Context: an optimization exercise on an open-source flow, tuned for small area. The choices shown serve that exercise and are no tape-out recipe. Function was checked by simulation only, so behaviour that the tests miss may differ from the original. Power figures rest on the tool's default switching activity, not on a simulated workload.

<file path="design/flow/config.mk">
export PLATFORM = sky130hd
export DESIGN_NAME = coulomb_section
export DESIGN_NICKNAME = coulomb_section
export VERILOG_FILES = /design/flow/design.v
export SDC_FILE = /design/flow/constraint.sdc
export NUM_CORES = 4
export LEC_CHECK = 0
export ABC_AREA = 1
export CAP_MARGIN = 20
export CORE_MARGIN = 2
export CORE_UTILIZATION = 40
export PLACE_DENSITY = 0.6
export SLEW_MARGIN = 20
</file>
<file path="design/flow/constraint.sdc">
create_clock -name core_clock -period 100.0 [get_ports {clk}]
set_input_delay 20.0000 -clock core_clock [delete_from_list [all_inputs] [get_ports {clk}]]
set_output_delay 20.0000 -clock core_clock [all_outputs]
set_load 0.01 [all_outputs]
</file>
<file path="design/flow/design.v">
module coulomb_section (
    input  wire               clk,
    input  wire               rst,          
    input  wire               mod_bit,      
    input  wire        [13:0] cal,          
    input  wire               preset,       
    input  wire        [63:0] preset_val,
    output reg                sample_valid,
    output wire signed [31:0] sample,       
    output reg                sample_ovr,
    output wire        [63:0] q_d,          
    output wire        [63:0] q_c           
);
    function automatic [24:0] radd(input [23:0] a, input [23:0] b, input ci);
        integer i;
        reg c;
        begin
            c = ci;
            for (i = 0; i < 24; i = i + 1) begin
                radd[i] = a[i] ^ b[i] ^ c;
                c = (a[i] & b[i]) | (a[i] & c) | (b[i] & c);
            end
            radd[24] = c;
        end
    endfunction
    reg [3:0] p;
    reg [1:0] tk;
    wire p0 = (p == 4'd0);
    wire p9 = (p == 4'd9);
    always @(posedge clk) begin
        if (rst) begin
            p  <= 4'd0;
            tk <= 2'd0;
        end else begin
            p <= p9 ? 4'd0 : radd(p, 24'd0, 1'b1);
            if (p9 && tk != 2'd2) tk <= {tk[0], ~tk[0]};
        end
    end
    reg  [9:0] A0, A1;
    reg  [7:0] A2;
    reg  [6:0] w0, w1;
    reg  [5:0] w2;
    always @(*) begin
        case (p)
            4'd0: begin w0 = 7'd55; w1 = 7'd45; w2 = 6'd0;  end
            4'd1: begin w0 = 7'd45; w1 = 7'd55; w2 = 6'd0;  end
            4'd2: begin w0 = 7'd36; w1 = 7'd63; w2 = 6'd1;  end
            4'd3: begin w0 = 7'd28; w1 = 7'd69; w2 = 6'd3;  end
            4'd4: begin w0 = 7'd21; w1 = 7'd73; w2 = 6'd6;  end
            4'd5: begin w0 = 7'd15; w1 = 7'd75; w2 = 6'd10; end
            4'd6: begin w0 = 7'd10; w1 = 7'd75; w2 = 6'd15; end
            4'd7: begin w0 = 7'd6;  w1 = 7'd73; w2 = 6'd21; end
            4'd8: begin w0 = 7'd3;  w1 = 7'd69; w2 = 6'd28; end
            default: begin w0 = 7'd1; w1 = 7'd63; w2 = 6'd36; end
        endcase
    end
    always @(posedge clk) begin
        if (rst) begin
            A0 <= 10'd0;
            A1 <= 10'h392;                  
            A2 <= 8'd72;                    
        end else begin
            A0 <= radd(p0 ? A1 : A0, mod_bit ? w0 : 7'd0, 1'b0);
            A1 <= radd(p0 ? {2'b10, A2} : A1, mod_bit ? w1 : 7'd0, 1'b0);
            A2 <= radd(p0 ? 8'd12 : A2, mod_bit ? w2 : 6'd0, 1'b0);
        end
    end
    wire        u_neg = A0[9];
    wire [8:0]  u_abs = radd({15'd0, A0[8:0] ^ {9{u_neg}}}, 24'd0, u_neg);
    reg  [8:0]  asr;
    reg         neg_r, aovr_r;
    always @(posedge clk) begin
        if (p0) begin
            asr    <= u_abs;
            neg_r  <= u_neg;
            aovr_r <= (u_abs == 9'd500);
        end else begin
            asr <= {asr[7:0], 1'b0};
        end
    end
    wire ab = asr[8];
    wire pre      = (tk == 2'd0) || (tk == 2'd1 && p <= 4'd1);
    wire pre_last = (tk == 2'd1) && (p == 4'd2);
    wire pre_any  = pre || pre_last;
    wire pre_bit  = (tk == 2'd0) && (p == 4'd1 || p == 4'd2 || p == 4'd4);
    wire fin      = (tk == 2'd2) && p0;
    wire use_a    = ab && !pre_any;
    reg  [13:0] part, r;
    reg  [11:0] H;
    reg  [9:0]  L;
    reg  [3:0]  Kh;
    reg  [9:0]  Kl;
    wire [14:0] t  = radd({part, 1'b0}, use_a ? {1'b0, r} : {14'd0, pre_bit}, 1'b0);
    wire        d1 = radd({9'd0, t}, {10'h3ff, ~cal}, 1'b1) >> 24;           
    wire        d2 = radd({9'd0, t}, {9'h1ff, ~cal, 1'b1}, 1'b1) >> 24;      
    wire [14:0] dc = d2 ? {cal, 1'b0} : d1 ? {1'b0, cal} : 15'd0;
    wire [13:0] part_n = radd({9'd0, t}, ~{9'd0, dc}, 1'b1);
    wire [11:0] v   = radd({L, d1}, use_a ? Kl : 10'd0, d2);
    wire        e1  = (v >= 12'd1000);
    wire        e2  = (v >= 12'd2000);
    wire [10:0] ec  = e2 ? 11'd2000 : e1 ? 11'd1000 : 11'd0;
    wire [9:0]  L_n = radd(v, ~{12'd0, ec}, 1'b1);
    wire [11:0] H_n = radd({H[10:0], e1}, use_a ? Kh : 4'd0, e2);
    always @(posedge clk) begin
        if (rst) begin
            part <= 14'd2441;
            H    <= 12'd0;
            L    <= 10'd0;
        end else if (pre_last || fin) begin
            part <= 14'd0;
            H    <= 12'd0;
            L    <= 10'd0;
        end else begin
            part <= part_n;
            H    <= H_n;
            L    <= L_n;
        end
        if (pre_last) begin
            r  <= part_n;
            Kh <= H_n[3:0];
            Kl <= L_n;
        end
    end
    wire [24:0] hs    = radd(H, ~24'd2000, 1'b1);
    wire        sat   = hs[24];
    wire [10:0] H_eff = sat ? 11'd2000 : H[10:0];
    wire [9:0]  L_eff = sat ? 10'd0 : L;
    reg  [9:0]  rem_d, rem_c;
    wire [10:0] S   = radd(neg_r ? rem_c : rem_d, L_eff, 1'b0);
    wire [24:0] S1  = radd(S, ~24'd1000, 1'b1);
    wire        cR  = S1[24];
    wire [9:0]  R_n = cR ? S1[9:0] : S[9:0];
    wire [12:0] h3 = radd(H_eff, {H_eff, 1'b0}, 1'b0);
    wire [20:0] sx = radd({H_eff, L_eff}, ~{5'd0, h3, 3'b0}, !neg_r);
    reg  [21:0] smp;
    always @(posedge clk) begin
        if (rst) begin
            rem_d <= 10'd0;
            rem_c <= 10'd0;
        end else if (fin) begin
            if (neg_r) rem_c <= R_n;
            else       rem_d <= R_n;
        end
        if (fin) begin
            smp        <= {neg_r, sx ^ {21{neg_r}}};
            sample_ovr <= sat || aovr_r;
        end
        sample_valid <= !rst && (tk == 2'd2) && (p == 4'd4);
    end
    assign sample = {{10{smp[21]}}, smp};
    reg  [64:0] qd_r, qc_r;
    reg         cy_d, cy_c;
    wire        go_d = fin && !neg_r;
    wire        go_c = fin &&  neg_r;
    wire [13:0] sum_d = radd(qd_r[12:0], go_d ? H_eff : 11'd0, p0 ? (go_d && cR) : cy_d);
    wire [13:0] sum_c = radd(qc_r[12:0], go_c ? H_eff : 11'd0, p0 ? (go_c && cR) : cy_c);
    wire        copy  = (tk == 2'd0) && (p <= 4'd4);
    always @(posedge clk) begin
        if (rst) qd_r <= preset ? {1'b0, preset_val} : 65'd0;
        else     qd_r <= {sum_d[12:0], qd_r[64:13]};
        qc_r <= {copy ? qd_r[12:0] : sum_c[12:0], qc_r[64:13]};
        cy_d <= sum_d[13] && (p <= 4'd3);
        cy_c <= sum_c[13] && (p <= 4'd3);
    end
    assign q_d = qd_r[63:0];
    assign q_c = qc_r[63:0];
endmodule
</file>
<file path="design/flow/flow/run.sh">
#!/bin/bash
# Own layout flow: the standard flow (standard.sh, all ORFS steps) with
# three changes that only affect how small the layout comes out:
#  1. synthesis is the standard flow's own script (synth_recipe.tcl) with ABC's area
#     script replaced by flow/abc_area.script (registers are mapped before
#     ABC runs, so they are the standard synthesis's, same names and cells);
#  2. port buffers are sky130_fd_sc_hd__buf_1 (every port still gets one);
#  3. clock tree: clkbuf_8 clusters, no dummy loads.
# Each tool's full output is in orfs/logs/ (ORFS's per-step logs) and the
# make output in flow_make.log, all in this work folder.
set -euo pipefail
W=$(pwd)
F=$W/flow

cat > "$W/own_synth.tcl" <<TCL
proc abc {args} {
  set i [lsearch -exact \$args -script]
  if {\$i >= 0} {
    set args [lreplace \$args \$i [expr {\$i + 1}] -script {$F/abc_area.script}]
  }
  yosys abc {*}\$args
}
source {$W/synth_recipe.tcl}
TCL

bash "$W/standard.sh" \
  "SYNTH_SCRIPT=$W/own_synth.tcl" \
  "BUFFER_PORTS_ARGS=-buffer_cell sky130_fd_sc_hd__buf_1" \
  "CTS_ARGS=-sink_clustering_enable -repair_clock_nets -dont_use_dummy_load -buf_list sky130_fd_sc_hd__clkbuf_8 -sink_clustering_size 15 -sink_clustering_max_diameter 100" \
  finish > "$W/flow_make.log" 2>&1
test -s "$W/out/final.def"
</file>
<file path="design/flow/flow/abc_area.script">
strash
dc2
dch -f
amap
topo
dnsize -c
</file>
<file path="design/flow/standard.sh">
#!/bin/bash
# synth_recipe.tcl (not shown) runs the flow's synth.tcl, then flattens the netlist and writes it again
# the make line also repeats each setting of config.mk as NAME=value (left out here)
make -C /OpenROAD-flow-scripts/flow DESIGN_CONFIG=/design/flow/config.mk WORK_HOME=/design/flow/orfs CLKGATE_MAP_FILE= SYNTH_SCRIPT=/design/flow/synth_recipe.tcl "${@:-finish}"
</file>
==> results by group, run 1 <==
Clocking
  – CTS Buf Count: 24
  – Clk latency of the worst-skew pair: 560 ps
  – H-tree depth: 1
  – # hold bufs at CTS: 0
  – Resize count post-CTS: 0
  – CTS clock-pin slew for the worst setup and hold paths: about 100 ps
  – CTS tree: done
  – CTS Sinks: 303
  – # Post-CTS Setup Buffers: 0
  – CTS root buf: clkbuf_8
  – Clock buffer depth: 3

STA
  – Fin crit share: 0.293
  – Rel. slew slack: 0.363
  – Slack of the critical path: 70660 ps
  – Setup TNS: 0 ps
  – Final Hold Fails: 0
  – Slew Viols, Final: 0
  – RSZ-0062 raised after global routing: false
  – Minimum clock period: 29340 ps
  – Post-route clock skew: 41.4 ps
  – Max Fclk: 0.0341 GHz
  – Slew @ Worst Pin: 953 ps
  – Final setup viols: 0

Placement
  – Setup WS pre-CTS: 70030 ps
  – Post-detail-place hpwl: 24.0 mm
  – Dpl cell area: 0.0151 mm2
  – RD Place Congestion: 0.835
  – Number of port buffers: 243
  – Dpl cells: 1953

Power
  – Clock Power Share: 0.185
  – Power per cell area: 20.9 mW/mm2
  – Cell Int Power: 0.000211 W
  – Comb pwr share: 0.350
  – Net Sw Frac: 0.349
  – Worst IR drop on VDD: 10.9 uV
  – Static leakage: 5.74 nW
  – Sequential power share: 0.465
  – NetSw: 0.000113 W
  – Power Total: 0.000323 W

Synth
  – Yosys top cell by area: dfxtp_1
  – Post-Syn Nets: 1615
  – Post-synth ARST share: 0
  – Leading cell types by total area after synthesis: dfxtp_1, fa_1, edfxtp_1
  – Synth warn: 1
  – Unique masters post-synth: 40
  – Avg Inst Size Synth: 10.6 um2
  – Main flop type after synthesis: dfxtp_1
  – Top cell type's share of synthesized area: 0.344
  – Sequential area share after synthesis: 0.453
  – #FFs+latches synth: slightly above 300
  – Syn Inst Count: around 1400
  – Post-synth EDFFs: 53
  – Mapped Area: 0.0145 mm2

Drt
  – Final wirelength: 32.5 mm
  – Starting DRT DRC Count: 502
  – Post-DR vias/cell: 4.97
  – Pre-Repair DR Iteration Count: 5
  – DRC: 0
  – Final ANT Viol Nets: 0
  – Via count: slightly below 10000
  – Wire per inst: 16.4 um

Critical path
  – Crit-path most repeated cell: fa_1
  – Crit path buf inv count: 7
  – Critical path's largest stage delay: 560 ps
  – Crit path kind: in2reg
  – CP Data Arrival Time: 29800 ps
  – Worst setup path startpoint: cal[1]
  – Worst-path maximum fanout: 15
  – Reg2Reg Setup Slack: about 85000 ps
  – CP startpoint kind: primary input
  – Reg-to-Reg Start: p[0]
  – Slowest cell on the critical path: fa_1
  – WP data required: 100460 ps
  – Kind of end point of the critical path: flop
  – Worst path top cell family by delay: adder cells

Global routing
  – Total GRT Usage: 0.174
  – Initial antenna violation count: 0
  – First-pass GRT wire length: 53.6 mm
  – Pin count of the biggest net entering global routing: 74
  – Number of global-route vias before repair: just over 10000
  – Global route overflow: 0

Cells and area
  – Most common cell after layout, fill and taps aside: dfxtp_1
  – Layout Cells excl Fill: between 1500 and 2000
  – Final Instance Area: roughly 0.015 mm2
  – Final #Nets: roughly 1800
  – Share of layout cells above drive strength 1: 0.0303
  – Most frequent cells in the layout: dfxtp_1, buf_1, clkinv_1
  – Layout area overhead: 6.44%
  – FILL cells: 3471
  – Ant diodes: 0

Run
  – Max Cap Viol: 0

Floorplan
  – Ports: 244
  – Die Width: 195 um
  – Die Area: 0.0379 mm2
  – Initial core utilization: 0.408
  – Floorplan row count: 69
  – Die Ht: 195 um
  – Core ar.: 0.0357 mm2

Min path
  – Hold path start: qc_r[64]
  – HP Class: reg2reg

Run status
  – Status: finished clean
==> layout make-up <==
class / instances / area (um2) / share of cell area
sequential: 303 / 6600 / 0.426
multi-input combinational: 775 / 6340 / 0.409
timing repair buffer: 259 / 1060 / 0.0683
inverter: 156 / 586 / 0.0378
tap: 461 / 577 / 0.0373
clock buffer: 24 / 330 / 0.0213
==> power by group through the flow <==
stage               combinational [W]   clock, W  sequential, W
floorplan                   0.0000894          0       0.000152
global placement             0.000111          0       0.000153
detailed placement           0.000114          0       0.000153
CTS                          0.000114  0.0000630       0.000151
global route                 0.000133  0.0000667       0.000152
finish                       0.000113  0.0000597       0.000150
==> stage by stage <==
step,hold slack (ps),util
2_1_floorplan,310,-
3_3_place_gp,319,0.424
3_5_place_dp,315,0.424
4_1_cts,346,0.433
5_1_grt,352,0.434
6_report,346,0.434
==> worst reg2reg max path: cells and delay by family, from the launching register on <==
kind	cells	cell delay, ps
DFF	1	390
and+or+nand+nor	9	1250
buffers and inverters	10	1510
AOI/OAI and AO/OA	3	410
adders and majority gates	36	11820
==> final timing paths <==
kind / to / depth (start not counted)
setup reg to reg: H[10] / 58
hold reg to reg: qc_r[51] / 0
setup / recovery: H[10] / 51
hold / removal: qc_r[51] / 0
==> synth_stat cells (all sizes together), types with 2 or more instances <==
cell and n:
a22o 24, nand2 107, a221oi 2, buf 139, o221ai 10, ha 62, clkinv 156, o22ai 34
nor2b 71, o21ai 73, o21a 4, nand3 5, a21oi 28, a211oi 3, o221a 2, a22oi 22
a222oi 2, edfxtp 53, nor3 9, nor2 115, dfxtp 250, fa 98, and3 2, a32o 64
or2 11, and2 2, o32ai 13
==> state kept, by name (all words and copies together), names as in the netlist, 2 cells and up <==
name   flops
A2         8
L         10
Kl        10
rem_d     10
rem_c     10
w1         6
A0        10
qd_r      65
asr        9
part      14
A1        10
smp       22
Kh         4
tk         2
p          4
H         12
qc_r      65
w0         6
w2         6
r         14
==> routing by layer <==
metal | wire [um] | GRT usage | part of all wire
met5 | 0 | 0 | 0
met4 | 762 | 0.0427 | 0.023
met3 | 1340 | 0.0239 | 0.041
met2 | 15300 | 0.287 | 0.47
met1 | 15100 | 0.241 | 0.47
==> cell families after synthesis <==
| logic type | Yosys count | share of synthesized area |
|---|---|---|
| and+or+nand+nor | 326 | 0.101 |
| AOI/OAI and AO/OA | 288 | 0.145 |
| DFF | 303 | 0.453 |
| adders and majority gates | 160 | 0.188 |
| buffers and inverters | 295 | 0.112 |
| xor gates and xnor gates | 1 | 0.000602 |
==> inputs of run 2 (changes only) <==
--- a/design/flow/design.v
+++ b/design/flow/design.v
@@ -38,22 +38,36 @@
     end
     reg  [9:0] A0, A1;
     reg  [7:0] A2;
-    reg  [6:0] w0, w1;
-    reg  [5:0] w2;
-    always @(*) begin
-        case (p)
-            4'd0: begin w0 = 7'd55; w1 = 7'd45; w2 = 6'd0;  end
-            4'd1: begin w0 = 7'd45; w1 = 7'd55; w2 = 6'd0;  end
-            4'd2: begin w0 = 7'd36; w1 = 7'd63; w2 = 6'd1;  end
-            4'd3: begin w0 = 7'd28; w1 = 7'd69; w2 = 6'd3;  end
-            4'd4: begin w0 = 7'd21; w1 = 7'd73; w2 = 6'd6;  end
-            4'd5: begin w0 = 7'd15; w1 = 7'd75; w2 = 6'd10; end
-            4'd6: begin w0 = 7'd10; w1 = 7'd75; w2 = 6'd15; end
-            4'd7: begin w0 = 7'd6;  w1 = 7'd73; w2 = 6'd21; end
-            4'd8: begin w0 = 7'd3;  w1 = 7'd69; w2 = 6'd28; end
-            default: begin w0 = 7'd1; w1 = 7'd63; w2 = 6'd36; end
-        endcase
-    end
+    wire [6:0] w0 = (p == 4'd0) ? 7'd55 :
+                     (p == 4'd1) ? 7'd45 :
+                     (p == 4'd2) ? 7'd36 :
+                     (p == 4'd3) ? 7'd28 :
+                     (p == 4'd4) ? 7'd21 :
+                     (p == 4'd5) ? 7'd15 :
+                     (p == 4'd6) ? 7'd10 :
+                     (p == 4'd7) ? 7'd6 :
+                     (p == 4'd8) ? 7'd3 :
+                     7'd1;
+    wire [6:0] w1 = (p == 4'd0) ? 7'd45 :
+                     (p == 4'd1) ? 7'd55 :
+                     (p == 4'd2) ? 7'd63 :
+                     (p == 4'd3) ? 7'd69 :
+                     (p == 4'd4) ? 7'd73 :
+                     (p == 4'd5) ? 7'd75 :
+                     (p == 4'd6) ? 7'd75 :
+                     (p == 4'd7) ? 7'd73 :
+                     (p == 4'd8) ? 7'd69 :
+                     7'd63;
+    wire [5:0] w2 = (p == 4'd0) ? 6'd0 :
+                     (p == 4'd1) ? 6'd0 :
+                     (p == 4'd2) ? 6'd1 :
+                     (p == 4'd3) ? 6'd3 :
+                     (p == 4'd4) ? 6'd6 :
+                     (p == 4'd5) ? 6'd10 :
+                     (p == 4'd6) ? 6'd15 :
+                     (p == 4'd7) ? 6'd21 :
+                     (p == 4'd8) ? 6'd28 :
+                     6'd36;
     always @(posedge clk) begin
         if (rst) begin
             A0 <= 10'd0;
==> run 2 against run 1 <==
Compared with the run above:
- clock skew up 9.8 ps
- still clean on timing, DRC and antenna
- clock power down 7.5%
- first-iteration DRC count up 1.0%
- sequential power down 5%
- synthesized cell count down 1.2%
- global-route usage down 0.79 points
- area after synthesis down 2.7%
- register-to-register slack worse by 730 ps
- worst setup slack worse by 70 ps
- worst hold slack worse by 12 ps
- sequential share of layout area down 1.1 points
- power down 3.3%
==> results by group, run 2 <==
Run status
  – Status: finished clean

Cells and area
  – Area of the multi-input gates: 0.00632 mm2 (-0.34%)
  – Final #Nets: 1737 (-1.4%)
  – Share of layout cells above drive strength 1: 0.0281 (-0.00225)
  – Ant diodes: 0 (unchanged)
  – Final core utilization: 0.433 (-0.00155)
  – Top flop regs: qc_r: 65 flops, qd_r: 65 flops, smp: 22 flops
  – Most common cell after layout, fill and taps aside: buf_1
  – Layout area overhead: 6.15%
  – FILL cells: 3405 (-1.9%)
  – FF+latch area: 0.00624 mm2 (-5.5%)
  – Most frequent cells in the layout: buf_1, dfxtp_1, clkinv_1

Synth
  – Count leader, synth: dfxtp_1
  – Main flop type after synthesis: dfxtp_1
  – Yosys top cell by area: dfxtp_1
  – Mapped Area: 0.0141 mm2 (-2.7%)
  – Post-synth EDFFs: 53 (unchanged)
  – Post-synth ARST share: 0 (unchanged)
  – Top cell type's share of synthesized area: 0.328 (-0.0158)
  – #FFs+latches synth: 285 (-5.9%)
  – Leading cell types by total area after synthesis: dfxtp_1, fa_1, edfxtp_1
  – Avg Inst Size Synth: 10.4 um2 (-1.5%)
  – Syn Inst Count: 1356 (-1.2%)
  – Synth warn: 1 (unchanged)
  – Unique masters post-synth: 43 (+7.5%)
  – Sequential area share after synthesis: 0.441 (-0.0128)
  – Post-Syn Nets: 1595 (-1.2%)
  – Commonest cells post-synth: dfxtp_1, clkinv_1, buf_4

Drt
  – Wire per inst: 15.6 um (-5.0%)
  – DRC: 0 (unchanged)
  – Pre-Repair DR Iteration Count: 5 (unchanged)
  – Final ANT Viol Nets: 0 (unchanged)
  – Via count: 9795 (-0.32%)
  – Starting DRT DRC Count: 507 (+1.0%)
  – Final wirelength: 30.4 mm (-6.3%)
  – Post-DR vias/cell: 5.02 (+1.1%)

Global routing
  – Grt met1 use: 0.219 (-0.0217)
  – Met3 Usage GRT: 0.0223 (-0.00165)
  – GRT met2 Usage: 0.286 (-0.000694)
  – Initial antenna violation count: 0 (unchanged)
  – Number of global-route vias before repair: 9533 (-5.3%)
  – First-pass GRT wire length: 49.1 mm (-8.4%)
  – Total GRT Usage: 0.166 (-0.00792)
  – Gr busiest metal: met2
  – Global route overflow: 0 (unchanged)
  – Pin count of the biggest net entering global routing: 73 (-1.4%)

Clocking
  – Resize count post-CTS: 0 (unchanged)
  – CTS Buf Count: 22 (-8.3%)
  – Clock buffer depth: 3 (unchanged)
  – Clk latency of the worst-skew pair: 560 ps (about the same)
  – # Post-CTS Setup Buffers: 0 (unchanged)
  – H-tree depth: 1 (unchanged)
  – # hold bufs at CTS: 0 (unchanged)
  – CTS Sinks: 285 (-5.9%)
  – CTS clock-pin slew for the worst setup and hold paths: 90 ps (about the same)
  – CTS root buf: clkbuf_8
  – CTS tree: done

Critical path
  – WP data required: 100400 ps (-60 ps)
  – Slowest cell on the critical path: fa_1
  – Worst-path maximum fanout: 15 (unchanged)
  – Critical path's largest stage delay: 520 ps (-40 ps)
  – CP startpoint kind: primary input
  – CP Data Arrival Time: 29810 ps (about the same)
  – Crit path kind: in2reg
  – Kind of end point of the critical path: flop
  – Crit-path most repeated cell: fa_1

Placement
  – Post-detail-place hpwl: 22.5 mm (-6.3%)
  – Setup WS pre-CTS: 70070 ps (+40.7 ps)
  – Number of port buffers: 243 (unchanged)
  – RD Place Congestion: 0.862 (+3.2%)

Floorplan
  – Initial core utilization: 0.408 (about the same)
  – Core ar.: 0.0347 mm2 (-2.6%)
  – Die Width: 192 um (-1.3%)
  – Ports: 244 (unchanged)
  – Die Ht: 192 um (-1.3%)
  – Die Area: 0.0369 mm2 (-2.7%)
  – Floorplan row count: 68 (-1.4%)

STA
  – Final setup viols: 0 (unchanged)
  – Setup TNS: 0 ps (unchanged)
  – Slew @ Worst Pin: 1000 ps (+52.2 ps)
  – Minimum clock period: 29420 ps (+70.2 ps)
  – Final Hold Fails: 0 (unchanged)
  – Post-route clock skew: 51.2 ps (+9.84 ps)
  – Fin crit share: 0.294 (+0.000702)
  – Max Fclk: 0.0340 GHz (-0.24%)
  – Slack of the critical path: 70590 ps (-70.2 ps)
  – Slew Viols, Final: 0 (unchanged)
  – Rel. slew slack: 0.326 (-0.0369)
  – RSZ-0062 raised after global routing: false

Power
  – Worst IR drop on VDD: 11.5 uV (+6.4%)
  – Static leakage: 5.54 nW (-3.4%)
  – Power per cell area: 20.8 mW/mm2 (-0.28%)
  – Power Total: 0.000313 W (-3.3%)

Run
  – Max Cap Viol: 0 (unchanged)

Min path
  – HP Class: reg2reg
[run 2: cell types whose count changed after synthesis, moves of 5 or more]
cell	before	now
nand2_1	107	102
dfxtp_1	250	232
nor2b_1	71	60
nor2_1	115	135
[run 2: area by class of cell]
cell class	count	share of cell area
Sequential cell	285	0.415
Tap cell	455	0.0379
Inverter	155	0.0387
Clock buffer	22	0.0202
Timing Repair Buffer	256	0.0676
Multi-Input combinational cell	778	0.420
[run 2: kinds of logic (layout without fill, tap and decap cells)]
family          count (synthesis)  after routing  synth area share
fa+ha+maj                     157            157             0.191
xor+xnor                        2              2           0.00124
simple gates                  332            332             0.104
flops                         285            285             0.441
compound gates                287            287             0.149
buf+inv                       293            433             0.114
[run 2: power by group]
group | leakage [nW] | switching [W] | internal (W)
combinational | 2.98 | 0.0000689 | 0.0000465
sequential | 2.40 | 0.00000616 | 0.000136
clock | 0.158 | 0.0000354 | 0.0000198
[run 2: layer usage]
| metal | up-vias | part of all wire | routed length (um) |
|---|---|---|---|
| met3 | 40 | 0.041 | 1240 |
| met4 | 0 | 0.021 | 639 |
| met5 | - | 0 | 0 |
| met1 | 4742 | 0.45 | 13800 |
| met2 | 206 | 0.48 | 14700 |
| li1 | 4807 | - | - |
[run 2: critical path: cells and delay by family]
kind                     cells  cell delay, ps
AO/OA/AOI/OAI               16            2040
AND/OR/NAND/NOR              1             130
buffers and inverters        7             970
adder cells (fa/ha/maj)     22            6620
[run 2: worst paths after layout]
kind | endpoint | slack (ps) | depth (start not counted) | startpoint
worst max-delay path | H[10] | 70590 | 46 | cal[2]
worst min-delay path | qc_r[51] | 330 | 0 | qc_r[64]
worst max register to register | H[10] | 83820 | 58 | p[0]
worst min register to register | qc_r[51] | 330 | 0 | qc_r[64]
[run 2: metrics by stage]
step / instances / instance area (um2) / hold WS [ps]
after detailed placement: 1929 / 14700 / 315
after global placement: 1929 / 14700 / 312
after global routing: 1951 / 15000 / 354
final: 1951 / 15000 / 335
after floorplan: 1356 / 14100 / 310
after CTS: 1951 / 15000 / 336
==> inputs of run 3 (changes only) <==
--- a/design/flow/flow/run.sh
+++ b/design/flow/flow/run.sh
@@ -2,8 +2,10 @@
 # Own layout flow: the standard flow (standard.sh, all ORFS steps) with
 # three changes that only affect how small the layout comes out:
 #  1. synthesis is the standard flow's own script (synth_recipe.tcl) with ABC's area
-#     script replaced by flow/abc_area.script (registers are mapped before
-#     ABC runs, so they are the standard synthesis's, same names and cells);
+#     script replaced by flow/abc_area.script, and only full adders (not
+#     half adders) extracted as adder cells before ABC (registers are mapped
+#     before ABC runs, so they are the standard synthesis's, same names and
+#     cells);
 #  2. port buffers are sky130_fd_sc_hd__buf_1 (every port still gets one);
 #  3. clock tree: clkbuf_8 clusters, no dummy loads.
 # Each tool's full output is in orfs/logs/ (ORFS's per-step logs) and the
@@ -20,6 +22,9 @@
   }
   yosys abc {*}\$args
 }
+proc extract_fa {args} {
+  yosys extract_fa -fa
+}
 source {$W/synth_recipe.tcl}
 TCL
 
==> design/flow/flow/abc_area.script (replaced) <==
strash
&get -n
&dch -f
&nf -R 1000
&put
strash
dch -f
amap
topo
dnsize -c
==> run 3 against run 2 <==
Compared with the run above:
- still clean
- critical path depth stayed put
- global-route usage increased by 1.3 points
- clock skew down 9.6 ps
- critical path type unchanged
- critical endpoint is now H[11]
==> results by group, run 3 <==
Placement
  – Number of port buffers: 243 (unchanged)
  – Dpl cell area: 0.0142 mm2 (-3.6%)
  – RD Place Congestion: 0.829 (-3.8%)
  – Post-detail-place hpwl: 23.4 mm (+3.7%)
  – Setup WS pre-CTS: 69650 ps (-416 ps)

Floorplan
  – Die Width: 189 um (-1.8%)
  – Die Ht: 189 um (-1.8%)
  – Initial core utilization: 0.406 (-0.00139)
  – Die Area: 0.0355 mm2 (-3.7%)
  – Ports: 244 (unchanged)
  – Floorplan row count: 67 (-1.5%)
  – Core ar.: 0.0335 mm2 (-3.4%)

Clocking
  – H-tree depth: 1 (unchanged)
  – CTS root buf: clkbuf_8
  – Resize count post-CTS: 0 (unchanged)
  – CTS Buf Count: 22 (unchanged)
  – # Post-CTS Setup Buffers: 0 (unchanged)
  – CTS Sinks: 285 (unchanged)
  – CTS clock-pin slew for the worst setup and hold paths: 90 ps (about the same)
  – # hold bufs at CTS: 0 (unchanged)
  – Clk latency of the worst-skew pair: 570 ps (about the same)
  – Clock buffer depth: 3 (unchanged)
  – CTS tree: done

Power
  – NetSw: 0.000110 W (-0.19%)
  – Worst IR drop on VDD: 10.1 uV (-13%)
  – Net Sw Frac: 0.358 (+0.00509)
  – Power per cell area: 21.2 mW/mm2 (+1.9%)
  – Static leakage: 5.02 nW (-9.4%)
  – Cell Int Power: 0.000198 W (-2.4%)
  – Clock Power Share: 0.182 (+0.006)
  – Power Total: 0.000308 W (-1.6%)
  – Comb pwr share: 0.356 (-0.013)
  – Sequential power share: 0.463 (+0.008)

Global routing
  – Global route overflow: 0 (unchanged)
  – Initial antenna violation count: 0 (unchanged)
  – Total GRT Usage: 0.179 (+0.0128)
  – Pin count of the biggest net entering global routing: 68 (-6.8%)
  – First-pass GRT wire length: 51.1 mm (+4.1%)
  – Number of global-route vias before repair: 9507 (-0.27%)

Cells and area
  – Top flop regs: qc_r: 65 flops, qd_r: 65 flops, smp: 22 flops
  – Share of layout cells above drive strength 1: 0.0298 (+0.00172)
  – Layout area overhead: 6.42%
  – Most common cell after layout, fill and taps aside: buf_1
  – Final #Nets: 1659 (-4.5%)
  – Most frequent cells in the layout: buf_1, dfxtp_1, nor2_1
  – Final Instance Area: 0.0145 mm2 (-3.5%)
  – Ant diodes: 0 (unchanged)

STA
  – Post-route clock skew: 41.6 ps (-9.62 ps)
  – Final setup viols: 0 (unchanged)
  – Slew Viols, Final: 0 (unchanged)
  – RSZ-0062 raised after global routing: false
  – Hold Slack: 347 ps (+12.0 ps)
  – Rel. slew slack: 0.372 (+0.0466)
  – Fin crit share: 0.297 (+0.00298)
  – Setup TNS: 0 ps (unchanged)
  – Max Fclk: 0.0337 GHz (-1.0%)
  – Final Hold Fails: 0 (unchanged)
  – Minimum clock period: 29710 ps (+297 ps)
  – Slack of the critical path: 70290 ps (-297 ps)
  – Slew @ Worst Pin: 932 ps (-73.0 ps)

Run
  – Max Cap Viol: 0 (unchanged)

Drt
  – Starting DRT DRC Count: 625 (+23%)
  – Met3 wire length: 1.52 mm (+23%)
  – DRC: 0 (unchanged)
  – Final ANT Viol Nets: 0 (unchanged)
  – Via count: 9669 (-1.3%)
  – Routed wl met2: 15.2 mm (+3.0%)
  – Routed length on met1: 14.3 mm (+3.7%)
  – Final wirelength: 31.6 mm (+3.9%)
  – Post-DR vias/cell: 5.02 (about the same)
  – Max layer used: met4
  – Pre-Repair DR Iteration Count: 5 (unchanged)
  – Wire per inst: 16.4 um (+5.3%)

Synth
  – Synth warn: 1 (unchanged)
  – Post-synth EDFFs: 53 (unchanged)
  – Leading cell types by total area after synthesis: dfxtp_1, fa_1, edfxtp_1
  – Top cell type's share of synthesized area: 0.341 (+0.0127)
  – #FFs+latches synth: 285 (unchanged)
  – Unique masters post-synth: 38 (-12%)
  – Commonest cells post-synth: dfxtp_1, nor2_1, clkinv_1
  – Avg Inst Size Synth: 10.2 um2 (-2.2%)
  – Post-synth ARST share: 0 (unchanged)
  – Count leader, synth: dfxtp_1
  – Main flop type after synthesis: dfxtp_1
  – Post-Syn Nets: 1515 (-5.0%)
  – Mapped Area: 0.0136 mm2 (-3.7%)
  – Yosys top cell by area: dfxtp_1
  – Sequential area share after synthesis: 0.458 (+0.0171)
  – Syn Inst Count: 1335 (-1.5%)

Critical path
  – CP Data Arrival Time: 30200 ps (+390 ps)
  – Kind of end point of the critical path: flop
  – WP data required: 100480 ps (+80 ps)
  – Crit-path most repeated cell: fa_1
  – Worst-path maximum fanout: 15 (unchanged)
  – Slowest cell on the critical path: o21ai_0
  – Crit path kind: in2reg
  – CP startpoint kind: primary input
  – Critical path's largest stage delay: 760 ps (+240 ps)

Min path
  – HP Class: reg2reg

Run status
  – Status: finished clean
-- run 3: cell types whose count changed in the layout (fill, tap and decap cells not counted), sizes merged, moves of 10 or more --
cell and change:
a21oi +18, o221ai +10, nor2 +29, a22oi -17, ha -59, o221a +17
nor3 +10, nor2b -19, a22o -23, o22a +19
-- run 3: worst paths after layout --
kind	startpoint	to	slack [ps]	cells past startpoint
setup / recovery	cal[2]	H[11]	70290	46
hold / removal	qc_r[64]	qc_r[51]	350	0
setup reg to reg	p[0]	H[11]	84030	50
hold reg to reg	qc_r[64]	qc_r[51]	350	0
-- run 3: cells by family after synthesis --
family	Yosys count	share of synthesized area
simple gates	358	0.113
flops	285	0.458
fa+ha+maj	98	0.144
buf+inv	285	0.117
compound gates	309	0.169
-- run 3: power groups by stage --
stage          Clock (W)  Sequential, W  Combinational (W)
2_1_floorplan          0       0.000143          0.0000884
3_3_place_gp           0       0.000145           0.000107
3_5_place_dp           0       0.000145           0.000110
4_1_cts        0.0000585       0.000143           0.000110
5_1_grt        0.0000624       0.000144           0.000126
6_report       0.0000560       0.000142           0.000109
-- run 3: final cells by class --
class	count	area, um2
Clock buffer	22	303
Fill cell	3349	19000
Inverter	147	552
Multi-Input combinational cell	765	5820
Sequential cell	285	6240
Tap cell	448	561
Timing Repair Buffer	258	1030
-- run 3: metal layers --
metal,track usage,vias to the layer above
met5,0,-
met2,0.299,253
met4,0.0403,0
met3,0.0250,32
met1,0.246,4601
li1,-,4783
-- run 3: metrics by stage --
step	std cells	utilization
after CTS	1925	0.432
after global routing	1925	0.432
after global placement	1903	0.423
after detailed placement	1903	0.423
after floorplan	1335	-
final	1925	0.432
-- run 3: critical path: cells and delay by family --
family | cells | cell delay [ps]
simple gates | 8 | 1570
buf+inv | 8 | 1270
fa+ha+maj | 14 | 4700
compound gates | 16 | 2650
==> inputs of run 4 (changes only) <==
--- a/design/flow/config.mk
+++ b/design/flow/config.mk
@@ -8,6 +8,6 @@
 export ABC_AREA = 1
 export CAP_MARGIN = 20
 export CORE_MARGIN = 2
-export CORE_UTILIZATION = 40
-export PLACE_DENSITY = 0.6
+export CORE_UTILIZATION = 65
+export PLACE_DENSITY = 0.8
 export SLEW_MARGIN = 20
==> run 4 against run 3 <==
Compared with the run above:
- still clean on timing, DRC and antenna
- design area shrank 1.7%
- synthesized cell count is the same
- power shrank 0.35%
- sequential cell count is the same
- critical endpoint unchanged
==> results by group, run 4 <==
Synth
  – Commonest cells post-synth: dfxtp_1, nor2_1, clkinv_1
  – Syn Inst Count: 1335 (unchanged)
  – Yosys top cell by area: dfxtp_1
  – Sequential area share after synthesis: 0.458 (unchanged)
  – #FFs+latches synth: 285 (unchanged)
  – Post-synth EDFFs: 53 (unchanged)
  – Count leader, synth: dfxtp_1
  – Avg Inst Size Synth: 10.2 um2 (unchanged)
  – Top cell type's share of synthesized area: 0.341 (unchanged)
  – Mapped Area: 0.0136 mm2 (unchanged)
  – Leading cell types by total area after synthesis: dfxtp_1, fa_1, edfxtp_1
  – Main flop type after synthesis: dfxtp_1
  – Post-Syn Nets: 1515 (unchanged)
  – Unique masters post-synth: 38 (unchanged)
  – Synth warn: 1 (unchanged)
  – Post-synth ARST share: 0 (unchanged)

Cells and area
  – Most common cell after layout, fill and taps aside: buf_1
  – Final #Nets: 1657 (-0.12%)
  – Ant diodes: 0 (unchanged)
  – FILL cells: 1580 (-53%)
  – Most frequent cells in the layout: buf_1, dfxtp_1, nor2_1
  – Share of layout cells above drive strength 1: 0.0278 (-0.00199)
  – Top flop regs: qc_r: 65 flops, qd_r: 65 flops, smp: 22 flops
  – Layout area overhead: 4.64%

Global routing
  – Global route overflow: 0 (unchanged)
  – Number of global-route vias before repair: 9795 (+3.0%)
  – Pin count of the biggest net entering global routing: 66 (-2.9%)
  – First-pass GRT wire length: 48.1 mm (-5.8%)
  – Total GRT Usage: 0.272 (+0.0939)
  – Initial antenna violation count: 0 (unchanged)

Critical path
  – Crit path kind: in2reg
  – Critical path's largest stage delay: 760 ps (about the same)
  – Reg2Reg Setup Slack: 83960 ps (-70 ps)
  – CP Data Arrival Time: 30160 ps (-40 ps)
  – Worst-path maximum fanout: 15 (unchanged)
  – Slowest cell on the critical path: o21ai_0
  – Kind of end point of the critical path: flop
  – Crit-path most repeated cell: fa_1
  – Crit path buf inv count: 8 (unchanged)
  – Worst path top cell family by delay: adder cells
  – CP startpoint kind: primary input
  – WP data required: 100520 ps (+40 ps)

STA
  – Slew Viols, Final: 0 (unchanged)
  – RSZ-0062 raised after global routing: false
  – Minimum clock period: 29640 ps (-69.2 ps)
  – Slew @ Worst Pin: 972 ps (+40.6 ps)
  – Setup TNS: 0 ps (unchanged)
  – Rel. slew slack: 0.348 (-0.0245)
  – Fin crit share: 0.296 (-0.000692)
  – Final setup viols: 0 (unchanged)
  – Hold Slack: 342 ps (-4.90 ps)
  – Slack of the critical path: 70360 ps (+69.2 ps)
  – Post-route clock skew: 59.0 ps (+17.4 ps)
  – Final Hold Fails: 0 (unchanged)
  – Max Fclk: 0.0337 GHz (+0.23%)

Floorplan
  – Ports: 244 (unchanged)
  – Die Width: 149 um (-21%)
  – Die Area: 0.0221 mm2 (-38%)
  – Core ar.: 0.0204 mm2 (-39%)
  – Initial core utilization: 0.667 (+0.261)
  – Die Ht: 149 um (-21%)
  – Floorplan row count: 52 (-22%)

Power
  – Power Total: 0.000307 W (-0.35%)
  – Static leakage: 5.01 nW (-0.22%)
  – Comb pwr share: 0.359 (+0.003)
  – Cell Int Power: 0.000198 W (about the same)
  – NetSw: 0.000109 W (-1.0%)
  – Clock Power Share: 0.177 (-0.005)
  – Sequential power share: 0.464 (about the same)
  – Power per cell area: 21.5 mW/mm2 (+1.3%)
  – Net Sw Frac: 0.356 (-0.00240)
  – Worst IR drop on VDD: 11.9 uV (+18%)

Drt
  – Via count: 9949 (+2.9%)
  – Starting DRT DRC Count: 637 (+1.9%)
  – DRC: 0 (unchanged)
  – Post-DR vias/cell: 5.70 (+14%)
  – Final wirelength: 30.0 mm (-5.1%)
  – Wire per inst: 17.2 um (+4.7%)
  – Pre-Repair DR Iteration Count: 5 (unchanged)
  – Final ANT Viol Nets: 0 (unchanged)

Run status
  – Status: finished clean

Clocking
  – CTS root buf: clkbuf_8
  – CTS Sinks: 285 (unchanged)
  – Clock buffer depth: 3 (unchanged)
  – CTS Buf Count: 22 (unchanged)
  – Resize count post-CTS: 0 (unchanged)
  – CTS clock-pin slew for the worst setup and hold paths: 100 ps (about the same)
  – Clk latency of the worst-skew pair: 570 ps (about the same)
  – # Post-CTS Setup Buffers: 0 (unchanged)
  – H-tree depth: 1 (unchanged)
  – CTS tree: done
  – # hold bufs at CTS: 0 (unchanged)

Min path
  – HP Class: reg2reg

Placement
  – RD Place Congestion: 0.890 (+7.4%)
  – Number of port buffers: 243 (unchanged)
  – Post-detail-place hpwl: 22.2 mm (-5.1%)
  – Setup WS pre-CTS: 69750 ps (+98.5 ps)

Run
  – Max Cap Viol: 0 (unchanged)
## run 4: cell count changes in the layout (fill, tap and decap cells not counted)
| cell | before | now |
|---|---|---|
| buf_4 | 15 | 13 |
| nor3_1 | 17 | 18 |
| nor3_2 | 3 | 2 |
## run 4: metal layers
layer	up-vias	track usage	part of all wire
li1	4767	-	-
met1	4766	0.349	0.40
met2	361	0.476	0.50
met3	55	0.0538	0.075
met4	0	0.0733	0.024
met5	-	0	0
## run 4: cells by family after synthesis
family	Yosys count	synth area share
AO/OA/AOI/OAI	309	0.169
adder cells (fa/ha/maj)	98	0.144
buffers and inverters	285	0.117
flip-flops	285	0.458
AND/OR/NAND/NOR	358	0.113
## run 4: worst paths after layout
check / startpoint / endpoint / depth (start not counted)
max: cal[2] / H[11] / 46
max reg2reg: p[0] / H[11] / 50
min: qc_r[64] / qc_r[51] / 0
min reg2reg: qc_r[64] / qc_r[51] / 0
## run 4: power groups by stage
stage | Sequential, W | Combinational, W | Clock [W]
floorplan | 0.000143 | 0.0000884 | 0
global placement | 0.000145 | 0.000104 | 0
detailed placement | 0.000145 | 0.000109 | 0
CTS | 0.000142 | 0.000110 | 0.0000556
global route | 0.000144 | 0.000125 | 0.0000593
finish | 0.000142 | 0.000110 | 0.0000543
## run 4: metrics by stage
step | util | cells | cell area (um2)
after floorplan | - | 1335 | 13600
after global placement | 0.683 | 1723 | 14000
after detailed placement | 0.683 | 1723 | 14000
after CTS | 0.698 | 1745 | 14300
after global routing | 0.698 | 1745 | 14300
final | 0.698 | 1745 | 14300
## run 4: cell type report
cell class / count / area (um2) / area share
inverters: 147 / 552 / 0.0387
well taps: 270 / 338 / 0.0237
repair buffers: 256 / 1010 / 0.0712
flip-flops and latches: 285 / 6240 / 0.437
multi-input cells: 765 / 5810 / 0.408
clock buffers: 22 / 303 / 0.0212

[what the ideal ports hide]
The results above use ideal ports. As a check the final layouts listed here were re-extracted and re-timed, cells and wires unchanged.
Step 1 sets driving cells, clkbuf_16 on the clock port and buf_2 on the other inputs (assumed; they add their load-dependent delay and slew).
Step 2, shift: input delay + t, output delay - t, t = (earliest + latest rising clock arrival at the registers) / 2. This alone moves slack from input paths to output paths.
a / b / c = no drivers / after step 1 / after step 2; a / b = the first two.
| run | shift t [ns] | setup slack, ns | latest minus earliest clock arrival (ns) |
|---|---|---|---|
| run 1 | 0.587 | 70.655 / 70.680 / 70.093 | 0.041 / 0.041 |
| run 2 | 0.588 | 70.585 / 70.607 / 70.020 | 0.051 / 0.051 |
| run 3 | 0.592 | 70.288 / 70.309 / 69.717 | 0.042 / 0.042 |
| run 4 | 0.579 | 70.357 / 70.378 / 69.799 | 0.059 / 0.058 |
After both steps setup and hold are still met in every run listed. The setup slack of run 3, which loses most, moves by +0.021 ns with the drivers and by -0.571 ns with both steps.
